From an optimization exercise on the open Yosys and OpenROAD flow, aimed at small area, a short achievable clock period and few clock cycles; shortcuts taken in it are not production practice. Only simulation tests tie the RTL to the original design; equivalence was not proved. Power and IR drop assume default switching activity.

==> flow/design.v <==
module pvc_encoder (
    input  wire        clk,
    input  wire        rst,
    input  wire        in_valid,
    output reg         in_ready,
    input  wire [19:0] in_x,
    input  wire [19:0] in_last,
    input  wire [19:0] in_desc,
    input  wire        in_force,
    input  wire        in_eob,
    output reg         r_valid,
    output reg  [19:0] r_value,
    output reg         w_valid,
    input  wire        w_ready,
    output wire [19:0] w_data,
    output reg         w_last,
    output reg  [13:0] w_bits
);
    localparam integer T = 43;           
    localparam integer N = T + 24;       
    integer i;
    reg        v0, f0, e0;
    reg [19:0] x0, l0, d0;
    reg        v1, e1;
    reg [20:0] g1;                        
    reg [3:0]  s1;                        
    reg [4:0]  w1;                        
    reg        k1;                        
    reg [N-1:0] buffer;
    reg [6:0]   cnt;                      
    reg [2:0]   lastpos;                  
    reg         ok;                       
    reg [13:0]  bacc;                     
    reg         en0;                      
    wire en1 = !v1 || ok;                 
    wire ins = v1 && ok;
    always @(posedge clk) begin
        if (en0) begin
            x0 <= in_x;
            l0 <= in_last;
            d0 <= in_desc;
            f0 <= in_force;
            e0 <= in_eob;
        end
    end
    wire [2:0]  mode  = d0[19:17];
    wire        sg    = d0[16];
    wire [3:0]  q     = d0[15:12];
    wire [11:0] dband = d0[11:0];
    wire m_ex = (mode == 3'd0);
    wire m_dl = (mode == 3'd1);
    wire m_bd = (mode == 3'd2);
    wire m_db = (mode == 3'd3);
    wire m_bb = !(m_ex | m_dl | m_bd | m_db);
    wire [11:0] qmask = ~(12'hfff << q);
    wire [11:0] half  = qmask & ~{1'b0, qmask[11:1]};
    wire [19:0] xo   = x0 | {8'd0, qmask};
    wire        rb   = |(x0[11:0] & half);
    wire        lsb  = |(x0[12:1] & half);
    wire        stk  = |(x0[11:0] & qmask & ~half);
    wire        up   = rb & (stk | lsb);
    wire        clampblk = (&xo[18:0]) & (sg ? ~x0[19] : x0[19]);
    wire        up2  = up & ~clampblk;
    wire [19:0] inc  = xo + 20'd1;
    wire [19:0] vp   = up2 ? inc : (x0 & ~{8'd0, qmask});
    wire [12:0] sxm  = {1'b0, x0[11:0]} + {1'b0, ~l0[11:0]} + 13'd1;
    wire [11:0] sxl0 = sxm[11:0];
    wire        sxc0 = sxm[12];
    wire [8:0]  shi  = {sg & x0[19], x0[19:12]} + ~{sg & l0[19], l0[19:12]} + {8'd0, sxc0};
    wire [20:0] sx0  = {shi, sxl0};
    wire [19:0] dlt  = sx0[19:0];
    wire [11:0] xnl  = ~x0[11:0];
    wire [11:0] evl  = up2 ? (qmask & xnl) : (xnl | ~qmask);
    wire [12:0] svl  = {1'b0, sxl0} + {1'b0, evl} + 13'd1;
    wire [8:0]  svh  = shi + {9{~up2}} + {8'd0, svl[12]};
    wire [20:0] sv   = {svh, svl[11:0]};
    wire [20:0] s    = m_bb ? sv : sx0;
    wire        pass   = f0 | (s[20] ? (~(&s[19:12]) | (~s[11:0] >= dband))
                                     : ((|s[19:12]) | (s[11:0] > dband)));
    wire        keep   = !(m_db | m_bb) | pass;
    wire [19:0] dmag = dlt ^ {20{dlt[19]}};
    reg  [4:0]  n;
    always @* begin
        n = 5'd1;
        for (i = 0; i < 19; i = i + 1)
            if (dmag[i]) n = i[4:0] + 5'd2;
    end
    wire        dsmall = (dmag[18:14] == 5'd0);
    reg  [14:0] dmask;
    always @* begin
        dmask[0] = 1'b1;
        for (i = 1; i < 15; i = i + 1)
            dmask[i] = |(dmag[13:0] >> (i - 1));
    end
    reg [20:0] g;
    reg [3:0]  sa;
    reg [4:0]  w;
    always @* begin
        g = {x0, m_db}; sa = 4'd11; w = 5'd20;
        if (m_dl) begin
            if (dsmall) begin
                g = {1'b0, dlt & {5'd0, dmask}, n[3:0]};
                sa = 4'd12;
                w = n + 5'd4;
            end else begin
                sa = 4'd15;                   
                w = 5'd24;
            end
        end else if (m_bd) begin
            g = {1'b0, vp}; sa = 4'd12 - q; w = 5'd20 - {1'b0, q};
        end else if (m_db) begin
            sa = 4'd12;
            w = 5'd21;
        end else if (m_bb) begin
            g = {1'b0, vp | {8'd0, half}};
            sa = 4'd13 - q;
            w = 5'd21 - {1'b0, q};
        end
    end
    wire [19:0] r = keep ? ((m_bd | m_bb) ? vp : x0) : l0;
    always @(posedge clk) begin
        r_value <= r;
        if (en1) begin
            g1 <= g;
            s1 <= sa;
            w1 <= w;
            k1 <= keep;
            e1 <= e0;
        end
    end
    wire [6:0]    sh    = cnt + {3'd0, s1};
    wire [20:0]   g1g   = g1 & {21{ins & k1}};
    wire [4:0]    wk    = k1 ? w1 : 5'd1;
    wire [N+32:0] big   = {{N{1'b0}}, g1g, 12'd0} << sh;
    wire [N-1:0]  insv  = big[N+23:24];
    wire [N-1:0]  b1    = (cnt == 7'd0) ? insv : (buffer | insv);
    wire [N-1:0]  bsh   = w_valid ? {20'd0, b1[N-1:20]} : b1;
    wire [N-1:0]  bnext = w_ready ? bsh : b1;
    wire [6:0]    csum  = cnt + {2'd0, wk};
    wire [2:0]    cw    = (csum > 7'd60) ? 3'd4 : (csum > 7'd40) ? 3'd3 :
                          (csum > 7'd20) ? 3'd2 : 3'd1;
    wire [6:0]    cround = (csum > 7'd60) ? 7'd80 : (csum > 7'd40) ? 7'd60 :
                           (csum > 7'd20) ? 7'd40 : 7'd20;
    wire          eins  = ins && e1;
    wire [6:0]    c1    = ins ? (e1 ? cround : csum) : cnt;
    wire [2:0]    lp1   = eins ? cw : lastpos;
    wire          v1next = en1 ? v0 : v1;
    wire          e1next = en1 ? e0 : e1;
    wire [6:0]    c1e   = c1 - 7'd20;
    wire [2:0]    lp1e  = (lp1 != 3'd0) ? lp1 - 3'd1 : 3'd0;
    wire          ok_n  = (c1 <= T) && !(e1next && (lp1 != 3'd0));
    wire          ok_e  = (c1e <= T) && !(e1next && (lp1e != 3'd0));
    wire [6:0]    cnext = w_ready ? (w_valid ? c1e : c1) : c1;
    wire [2:0]    lpnext = w_ready ? (w_valid ? lp1e : lp1) : lp1;
    wire          oknext = w_ready ? (w_valid ? ok_e : ok_n) : ok_n;
    wire          wv_n  = (c1 >= 7'd20);
    wire          wv_e  = w_valid ? (c1e >= 7'd20) : wv_n;
    wire          wl_n  = (lp1 == 3'd1);
    wire          wl_e  = w_valid ? (lp1e == 3'd1) : wl_n;
    wire          v0next = in_ready ? in_valid : v0;
    assign w_data = buffer[19:0];
    wire [13:0]   bsum  = bacc + {9'd0, wk};
    always @(posedge clk) begin
        if (eins)
            w_bits <= bsum;
        buffer <= bnext;
    end
    always @(posedge clk) begin
        if (rst) begin
            v0       <= 1'b0;
            v1       <= 1'b0;
            in_ready <= 1'b0;
            en0      <= 1'b1;
            ok       <= 1'b1;
            cnt      <= 7'd0;
            lastpos  <= 3'd0;
            w_valid  <= 1'b0;
            w_last   <= 1'b0;
            bacc     <= 14'd0;
            r_valid  <= 1'b0;
        end else begin
            v0       <= v0next;
            v1       <= v1next;
            ok       <= oknext;
            in_ready <= !v0next || !v1next || oknext;
            en0      <= !(v0next && v1next && !oknext);
            r_valid  <= v0 && en1;
            cnt      <= cnext;
            lastpos  <= lpnext;
            w_valid  <= w_ready ? wv_e : wv_n;
            w_last   <= w_ready ? wl_e : wl_n;
            if (ins)
                bacc <= e1 ? 14'd0 : bsum;
        end
    end
endmodule
==> flow/flow/run.sh <==
#!/bin/bash
# ORFS layout through the standard.sh. The synthesis keeps the standard
# register inference and only maps the logic differently (settings in
# flow/synth_knobs.txt, one per line); setup repair then aims below the clock
# period (flow/knobs.txt). The SDC is unchanged.
set -euo pipefail
cd "$(dirname "$0")/.."
mapfile -t SKNOBS < flow/synth_knobs.txt
mapfile -t KNOBS < flow/knobs.txt
bash standard.sh "${SKNOBS[@]}" synth > synth.log 2>&1
bash standard.sh "${KNOBS[@]}" finish > layout.log 2>&1
==> flow/flow/knobs.txt <==
SETUP_SLACK_MARGIN=13.2
BUFFER_PORTS_ARGS=-buffer_cell sky130_fd_sc_hd__buf_1
CTS_ARGS=-sink_clustering_enable -repair_clock_nets -sink_clustering_size 16 -sink_clustering_max_diameter 70 -buf_list sky130_fd_sc_hd__clkbuf_8 -dont_use_dummy_load
==> flow/flow/synth_knobs.txt <==
ADDER_MAP_FILE=
SYNTH_OPERATIONS_ARGS=-noshare
==> flow/standard.sh <==
#!/bin/bash
# synth_recipe.tcl (not shown) runs the flow's synth.tcl, then flattens the netlist and writes it again
# the make line also repeats each setting of config.mk as NAME=value (left out here)
make -C /OpenROAD-flow-scripts/flow DESIGN_CONFIG=/design/flow/config.mk WORK_HOME=/design/flow/orfs CLKGATE_MAP_FILE= SYNTH_SCRIPT=/design/flow/synth_recipe.tcl "${@:-finish}"
==> flow/config.mk <==
export PLATFORM = sky130hd
export DESIGN_NAME = pvc_encoder
export DESIGN_NICKNAME = pvc_encoder
export VERILOG_FILES = /design/flow/design.v
export SDC_FILE = /design/flow/constraint.sdc
export NUM_CORES = 4
export LEC_CHECK = 0
export ABC_AREA = 1
export CAP_MARGIN = 20
export CORE_MARGIN = 2
export CORE_UTILIZATION = 55
export PLACE_DENSITY = 0.7
export SLEW_MARGIN = 20
==> flow/constraint.sdc <==
create_clock -name core_clock -period 18.0 [get_ports {clk}]
set_input_delay 3.6000 -clock core_clock [delete_from_list [all_inputs] [get_ports {clk}]]
set_output_delay 3.6000 -clock core_clock [all_outputs]
set_load 0.01 [all_outputs]
==> flow_summary.json, run 1 <==
{
  "status": "no timing/DRC/antenna violations",
  "syn_to_final_growth_pct": 11.3,
  "via_per_inst": 5.62,
  "die_h_um": 172,
  "drc": 0,
  "setup_violations": 0,
  "synth_seq_area_share": 0.361,
  "clockBufferDepth": 3,
  "dp_hpwl_um": 35800,
  "antenna_cells": 0,
  "start_util": 0.559,
  "synth-main-ff-cell": "dfxtp_1",
  "clk_latency_ns": 0.58,
  "vias": 16100,
  "reg2reg_depth": 35,
  "grt-ovfl-total": 0,
  "die_x_um": 172,
  "critPathBufInv": 1,
  "drt_iter0_markers": 1510,
  "layout-drive-gt1-share": 0.0934,
  "hold_viol_final": 0,
  "dp.cells": 2790,
  "worstHoldEndpoint": "bacc[6]$_SDFFE_PP0P_",
  "crit_fanout": 2,
  "ys_seq_elements": 227,
  "slew_viol_final": 0,
  "p_per_area_nw_per_um2": 99.9,
  "p_sw_mw": 0.764,
  "min_period_over_period": 0.262,
  "p_sw_frac": 0.442,
  "gp_congestion": 1.04,
  "grtUsageTotal": 0.321,
  "p_comb_frac": 0.468,
  "hold_depth": 2,
  "ios": 124,
  "placed_cell_area_um2": 16100,
  "synthCells": 2390,
  "rsz0062_at_grt": "false",
  "cts_made_buffers": 20,
  "r2r-start": "d0[12]$_DFFE_PP_",
  "synth_nets": 2456,
  "wire_per_inst_um": 17.2,
  "floorplan.core_area_um2": 27900,
  "leakage_nw": 8.01,
  "synthArstFlopShare": 0,
  "min_from": "bacc[6]$_SDFFE_PP0P_",
  "crit_path_end_kind": "output pin",
  "path_clk_slew_ns": 0.09,
  "r2r-end": "r_value[12]$_DFF_P_",
  "io_buffers": 123,
  "cpPeakStageDelay_ns": 0.40,
  "antenna_found_initial": 0,
  "drt-total-wl_um": 49300,
  "hold_class": "reg2reg",
  "worst_path_dominant_cell_family": "flip-flops",
  "netlist_area_um2": 15600,
  "clkPwrFrac": 0.154,
  "cts.root.buffer_cell": "clkbuf_8",
  "period_needed_ns": 4.72,
  "r2r_slack_ns": 13.35,
  "htree_levels": 1,
  "seq_power_share": 0.378,
  "cap_violations": 0,
  "grt_max_degree": 73,
  "dp_slack_ns": 12.26,
  "skew_ns": 0.0578,
  "timing.final.ws_setup_ns": 13.28,
  "worst_hold_slack_ns": 0.468,
  "grt_pass1_wl_um": 74500,
  "tightest_slew_ns": 0.874,
  "critical_path_class": "reg2out",
  "nets": 2563,
  "fin_setup_tns_ns": 0,
  "cts_tree": "done",
  "stdcell_count": 2873,
  "dieArea_um2": 29700,
  "maxSlewHeadroom": 0.416,
  "max_freq_ghz": 0.212,
  "synth-edff-count": 107,
  "critical_path.slowest_cell": "dfxtp_1",
  "antenna_left": 0,
  "vdd.ir_drop.worst_v": 0.0000740,
  "critPathLaunchType": "flop",
  "required_ns": 14.40,
  "synth_cell_types": 54,
  "stdcell_area_um2": 17300,
  "worstPathCellList": "buf_1",
  "p_int_mw": 0.967,
  "first_pass_iters": 6,
  "first_global_vias": 14500,
  "ys_warn_count": 1,
  "cts_sinks": 227,
  "critical_path_arrival_ns": 1.12,
  "synth.avg_cell_area_um2": 6.51,
  "row_count": 61
}
-- area by class of cell --
class / count / area (um2)
fillers: 2592 / 10500
flip-flops and latches: 227 / 5620
clock buffers: 20 / 275
inverters: 289 / 1100
well taps: 378 / 473
multi-input cells: 1762 / 8750
repair buffers: 197 / 1100
-- tightest hold or removal path: cells and delay by family (launching register included) --
kind / cells / cell delay, ns
AND/OR/NAND/NOR: 1 / 0.06
AO/OA/AOI/OAI: 1 / 0.05
flip-flops: 1 / 0.32
-- layout by cell type, fill, tap and decap left out, drive strengths merged, types with 2 or more instances in the layout --
master and instances:
or2 28, a211oi 3, o21ai 221, and2 2
xor2 34, a221o 4, a21boi 2, nand3b 4
nor3 17, edfxtp 107, clkinv 4, nor2 186
a32o 2, o221ai 20, dfxtp 120, a221oi 8
mux2i 7, a21oi 76, a22o 7, nand3 198
xnor2 11, nand2 842, a31oi 5, o311ai 8
o211ai 23, o31ai 4, clkbuf 21, nand4 35
a22oi 10, inv 285, buf 196
-- per-layer routing --
metal | global-route usage | vias to the layer above | part of all wire | wire, um
met2 | 0.555 | 669 | 0.47 | 23200
met4 | 0.173 | 0 | 0.063 | 3120
met1 | 0.390 | 7309 | 0.40 | 19900
met3 | 0.0410 | 181 | 0.061 | 3010
li1 | - | 7977 | - | -
met5 | 0 | - | 0 | 0
-- how the worst max path moves through the flow --
stage,from,endpoint,slack [ns],cells past startpoint
6_report,buffer[3]$_DFF_P_,w_data[3],13.28,1
5_1_grt,d0[12]$_DFFE_PP_,r_value[12]$_DFF_P_,13.11,38
4_1_cts,x0[5]$_DFFE_PP_,g1[5]$_DFFE_PN_,13.22,29
3_5_place_dp,d0[15]$_DFFE_PP_,k1$_DFFE_PN_,12.26,33
3_3_place_gp,d0[13]$_DFFE_PP_,k1$_DFFE_PN_,12.31,34
2_1_floorplan,w_ready,buffer[43]$_DFF_P_,13.33,5
-- cell families (layout without fill, tap and decap cells) --
family	after synthesis	count (layout)	share of synthesized area
buffers and inverters	409	506	0.109
DFF	227	227	0.361
xor gates and xnor gates	45	45	0.0263
muxes	7	7	0.00450
and+or+nand+nor	1304	1312	0.349
AOI/OAI and AO/OA	398	398	0.151
-- flip-flops by register name, indices dropped and copies added, names as in the netlist, 5 cells and up --
signal	cells
buffer	67
g1	21
d0	20
l0	20
r_value	20
x0	20
bacc	14
w_bits	14
cnt	7
w1	5
-- synthesized netlist by cell type, types with 2 or more instances --
cell      number  area [um2]
nor2_1       180         676
nand2_1      820        3080
mux2i_1        7        70.1
nand3b_1       4        30.0
dfxtp_1      120        2400
or2_2         23         144
a221oi_1       8        70.1
a211oi_1       3        22.5
o211ai_1      23         173
nor2_4         2        22.5
nand4_1       35         219
buf_1          5        18.8
a32o_1         2        20.0
o21ai_1        6        30.0
o21ai_0      212        1060
buf_2          9        45.0
nand3_1      190         951
a31oi_1        5        31.3
or2_1          5        31.3
a22oi_1       10        75.1
xor2_1        32         280
o311ai_0       6        52.6
buf_6          7        78.8
a21oi_1       74         370
nor3_1        17        85.1
o311ai_1       2        17.5
nor2_2         4        25.0
o21ai_2        2        17.5
buf_4         25         188
inv_2         10        37.5
edfxtp_1     107        3210
a22o_1         7        61.3
a221o_1        4        40.0
nand3_2        4        40.0
nand2_2       18         113
xnor2_1       11        96.3
and2_1         2        12.5
clkinv_1       3        11.3
xor2_2         2        32.5
clkbuf_1      74         278
o221ai_1      20         175
o31ai_1        4        30.0
inv_1        275        1030
-- what timing repair did --
action / in CTS / in global routing
buffers inserted: 14 / 40
hold buffers: 0 / 0
gates resized for setup: 15 / 80
setup endpoints to repair: 52 / 58
gates cloned: 2 / 6
pin swaps: 1 / 18
-- stage by stage --
| stage | utilization | total power, mW |
|---|---|---|
| after floorplan | - | 1.22 |
| after global placement | 0.577 | 1.37 |
| after detailed placement | 0.577 | 1.38 |
| after CTS | 0.595 | 1.66 |
| after global routing | 0.622 | 1.85 |
| final | 0.622 | 1.73 |
-- power by group through the flow --
stage | sequential, mW | clock, mW | combinational, mW
after floorplan | 0.657 | 0 | 0.559
after global placement | 0.667 | 0 | 0.705
after detailed placement | 0.668 | 0 | 0.713
after CTS | 0.655 | 0.274 | 0.731
after global routing | 0.662 | 0.290 | 0.899
final | 0.654 | 0.266 | 0.811
Testbench counts, summed over its fixed seeds: cycles 33,907.
==> inputs of run 2 (changes only) <==
==> flow/flow/run.sh (replaced) <==
#!/bin/bash
# ORFS layout through the standard.sh, in three parts:
#  1. the standard synthesis (flow/synth_knobs.txt: settings for its mapping);
#  2. the combinational logic of that netlist mapped again by ABC with a
#     delay-aware script (flow/remap.abc); every register instance, its name
#     and its cell type are kept as they are;
#  3. floorplan to final layout, with setup repair aiming below the clock
#     period (flow/knobs.txt). The SDC is unchanged.
set -euo pipefail
cd "$(dirname "$0")/.."
mapfile -t SKNOBS < flow/synth_knobs.txt
mapfile -t KNOBS < flow/knobs.txt
R=orfs/results/sky130hd/pvc_encoder/base
LIB="$FLOW_HOME/platforms/sky130hd/lib/sky130_fd_sc_hd__tt_025C_1v80.lib"
YOSYS="$FLOW_HOME/../tools/install/yosys/bin/yosys"

bash standard.sh "${SKNOBS[@]}" synth > synth.log 2>&1

cp "$R/1_2_yosys.v" standard_netlist.v
sed -e "s#@LIB@#$LIB#g" -e "s#@ABC@#$PWD/flow/remap.abc#g" \
    -e "s#@IN@#$PWD/standard_netlist.v#g" -e "s#@OUT@#$PWD/remapped_netlist.v#g" \
    flow/remap.ys.in > remap.ys
"$YOSYS" -s remap.ys > remap.log 2>&1
cp remapped_netlist.v "$R/1_2_yosys.v"
rm -f "$R/1_synth.odb" "$R/1_synth.sdc"
bash standard.sh "${SKNOBS[@]}" synth > synth_odb.log 2>&1

bash standard.sh "${KNOBS[@]}" finish > layout.log 2>&1
==> flow/flow/knobs.txt (replaced) <==
SETUP_SLACK_MARGIN=13.2
BUFFER_PORTS_ARGS=-buffer_cell sky130_fd_sc_hd__buf_2
CTS_ARGS=-sink_clustering_enable -repair_clock_nets -sink_clustering_size 20 -sink_clustering_max_diameter 80 -buf_list sky130_fd_sc_hd__clkbuf_16 -dont_use_dummy_load
==> flow/flow/remap.abc (new file) <==
strash; dc2; dch; map -D 3000; topo; stime -c; buffer -c; upsize -c; dnsize -c
==> flow/flow/remap.ys.in (new file) <==
# Map the combinational logic of the standard netlist again; the flip-flop
# cells are kept whole (keep_hierarchy), so every register keeps its
# instance name and cell type.
read_liberty -ignore_miss_func @LIB@
read_verilog @IN@
hierarchy -top pvc_encoder
setattr -mod -set keep_hierarchy 1 sky130_fd_sc_hd__dfxtp_1 sky130_fd_sc_hd__edfxtp_1
flatten
opt_clean -purge
abc -liberty @LIB@ -dont_use *probe* -dont_use *lpflow* -D 3000 -script @ABC@
splitnets
opt_clean -purge
hilomap -singleton -hicell sky130_fd_sc_hd__conb_1 HI -locell sky130_fd_sc_hd__conb_1 LO
insbuf -buf sky130_fd_sc_hd__buf_4 A X
rename -hide w:*.*
select pvc_encoder
write_verilog -noattr -nohex -nodec -selected @OUT@
==> flow_summary.json, run 2 <==
{
  "seq_power_share": 0.358,
  "critical_path_class": "reg2reg",
  "drt_iter0_markers": 1520,
  "nets": 2333,
  "drt-total-wl_um": 49300,
  "n_fill_cell": 2258,
  "min_period_over_period": 0.292,
  "rsz0062_at_grt": "true",
  "antenna_found_initial": 0,
  "p_sw_frac": 0.411,
  "io_buffers": 123,
  "row_count": 60,
  "cpPeakStageDelay_ns": 0.49,
  "die_x_um": 169,
  "skew_ns": 0.0465,
  "hold_viol_final": 0,
  "netlist_area_um2": 14900,
  "htree_levels": 1,
  "crit_path_end_kind": "flop",
  "floorplan.core_area_um2": 26800,
  "timing.final.ws_setup_ns": 12.75,
  "period_needed_ns": 5.25,
  "top_register": "buffer",
  "p_int_mw": 1.08,
  "wire_per_inst_um": 18.9,
  "leakage_nw": 7.88,
  "maxSlewHeadroom": 0.368,
  "cap_violations": 0,
  "largest_reg_flops": 67,
  "r2r_slack_ns": 12.75,
  "tightest_slew_ns": 0.944,
  "die_h_um": 169,
  "p_per_area_nw_per_um2": 101,
  "vias": 15500,
  "dieArea_um2": 28400,
  "dp_slack_ns": 11.66,
  "first_pass_iters": 7,
  "finalPower_mw": 1.83,
  "critical_path.slowest_cell": "edfxtp_1",
  "synthCells": 2088,
  "worst_hold_slack_ns": 0.493,
  "cts_tree": "done",
  "layout-drive-gt1-share": 0.225,
  "synth_nets": 2154,
  "grt_max_degree": 68,
  "p_comb_frac": 0.454,
  "start_util": 0.556,
  "clockBufferDepth": 3,
  "cpMostUsedCell": "nand3_4",
  "drc": 0,
  "cts_made_buffers": 17,
  "crit_fanout": 9,
  "antenna_cells": 0,
  "cts.root.buffer_cell": "clkbuf_16",
  "path_clk_slew_ns": 0.08,
  "max_freq_ghz": 0.191,
  "syn_to_final_growth_pct": 21.3,
  "cts_hold_buf": 0,
  "grt-ovfl-total": 0,
  "synth.avg_cell_area_um2": 7.14,
  "mostFrequentLayoutCell": "nand2_1",
  "critical_path_arrival_ns": 5.64,
  "ios": 124,
  "grt_pass1_wl_um": 74800,
  "first_global_vias": 14100,
  "slew_viol_final": 0,
  "hold_class": "reg2reg",
  "reg.largest.list": "buffer: 67 flops, g1: 21 flops",
  "clk_latency_ns": 0.52,
  "ys_warn_count": 1,
  "antenna_left": 0,
  "fin_setup_tns_ns": 0,
  "via_per_inst": 5.95,
  "cts_sinks": 227,
  "required_ns": 18.40,
  "dp_hpwl_um": 34000,
  "final_cell_mix": "423 x nand2_1, 260 x nor2_1, 210 x inv_1",
  "critPathLaunchType": "flop",
  "status": "no timing/DRC/antenna violations",
  "gp_congestion": 0.969,
  "setup_violations": 0,
  "critPathBufInv": 7,
  "p_sw_mw": 0.754,
  "grtUsageTotal": 0.329,
  "worst_path_dominant_cell_family": "simple AND/OR/NAND/NOR gates",
  "vdd.ir_drop.worst_v": 0.0000883,
  "clkPwrFrac": 0.188
}
==> run 2: worst paths after layout <==
check                      from                   to  cells after the start
max            x0[12]$_DFFE_PP_  r_value[19]$_DFF_P_                     32
min          buffer[53]$_DFF_P_   buffer[53]$_DFF_P_                      2
max reg2reg    x0[12]$_DFFE_PP_  r_value[19]$_DFF_P_                     32
min reg2reg  buffer[53]$_DFF_P_   buffer[53]$_DFF_P_                      2
==> run 2: layout make-up <==
| type | count | area [um2] | area share |
|---|---|---|---|
| Timing Repair Buffer | 240 | 1720 | 0.0953 |
| Timing Repair inverter | 1 | 5.00 | 0.000277 |
| Tap cell | 341 | 427 | 0.0236 |
| Clock buffer | 17 | 425 | 0.0235 |
| Inverter | 242 | 943 | 0.0522 |
| Multi-Input combinational cell | 1538 | 8940 | 0.495 |
| Sequential cell | 227 | 5620 | 0.311 |
==> run 2: timing repair <==
action,CTS,global route
gates resized for setup,127,109
setup endpoints to repair,56,82
pin swaps,48,70
cloned,8,1
buffers inserted,60,36
==> run 2: power groups by stage <==
stage / clock, mW / sequential [mW] / combinational (mW)
after CTS: 0.352 / 0.655 / 0.755
final: 0.344 / 0.656 / 0.832
after detailed placement: 0 / 0.669 / 0.664
after global placement: 0 / 0.667 / 0.653
after global routing: 0.364 / 0.663 / 0.901
after floorplan: 0 / 0.661 / 0.508
==> run 2: stage by stage <==
stage	instance area, um2	util	instances
floorplan	14900	-	2088
global placement	15700	0.585	2484
detailed placement	15700	0.585	2484
CTS	17300	0.646	2569
global route	18100	0.675	2606
finish	18100	0.675	2606
==> run 2: metal layers <==
| metal | wire (um) | up-vias | track usage |
|---|---|---|---|
| met5 | 0 | - | 0 |
| met4 | 2650 | 0 | 0.152 |
| met3 | 3210 | 167 | 0.0421 |
| met2 | 23800 | 697 | 0.573 |
| met1 | 19700 | 7210 | 0.408 |
| li1 | - | 7438 | - |
==> run 2: worst reg2reg max path: cells and delay by family (launching register included) <==
kind	cells	cell delay (ns)
buffers and inverters	7	0.93
AO/OA/AOI/OAI	6	1.01
flip-flops	1	0.49
AND/OR/NAND/NOR	19	2.74

==> what the ideal ports hide <==
The flow's constraints put no driver on any port. The routed layouts listed below were extracted and timed again, unchanged, in two steps.
Step 1, drivers: a clkbuf_16 drives clk and a buf_2 each remaining input, both assumed.
Step 2 moves the port delays by t, midway between the first and last clock arrival at a register: inputs arrive t later, outputs are due t later. That takes back most of the time a late clock gives input paths.
Slacks: ideal / step 1 / step 2; pairs: ideal / step 1.
| run | t (ns) | slack for setup (ns) | hold WS [ns] | clock arrival spread, ns | pins driven straight from the clock port |
|---|---|---|---|---|---|
| run 1 | 0.603 | 13.276 / 13.229 / 12.866 | 0.468 / 0.468 / 0.468 | 0.058 / 0.058 | 1 |
| run 2 | 0.543 | 12.752 / 12.752 / 12.752 | 0.493 / 0.493 / 0.493 | 0.047 / 0.046 | 1 |
After both steps setup and hold are still met in every run listed. The setup slack of run 1, which loses most, moves by -0.047 ns with the drivers and by -0.410 ns with both steps.
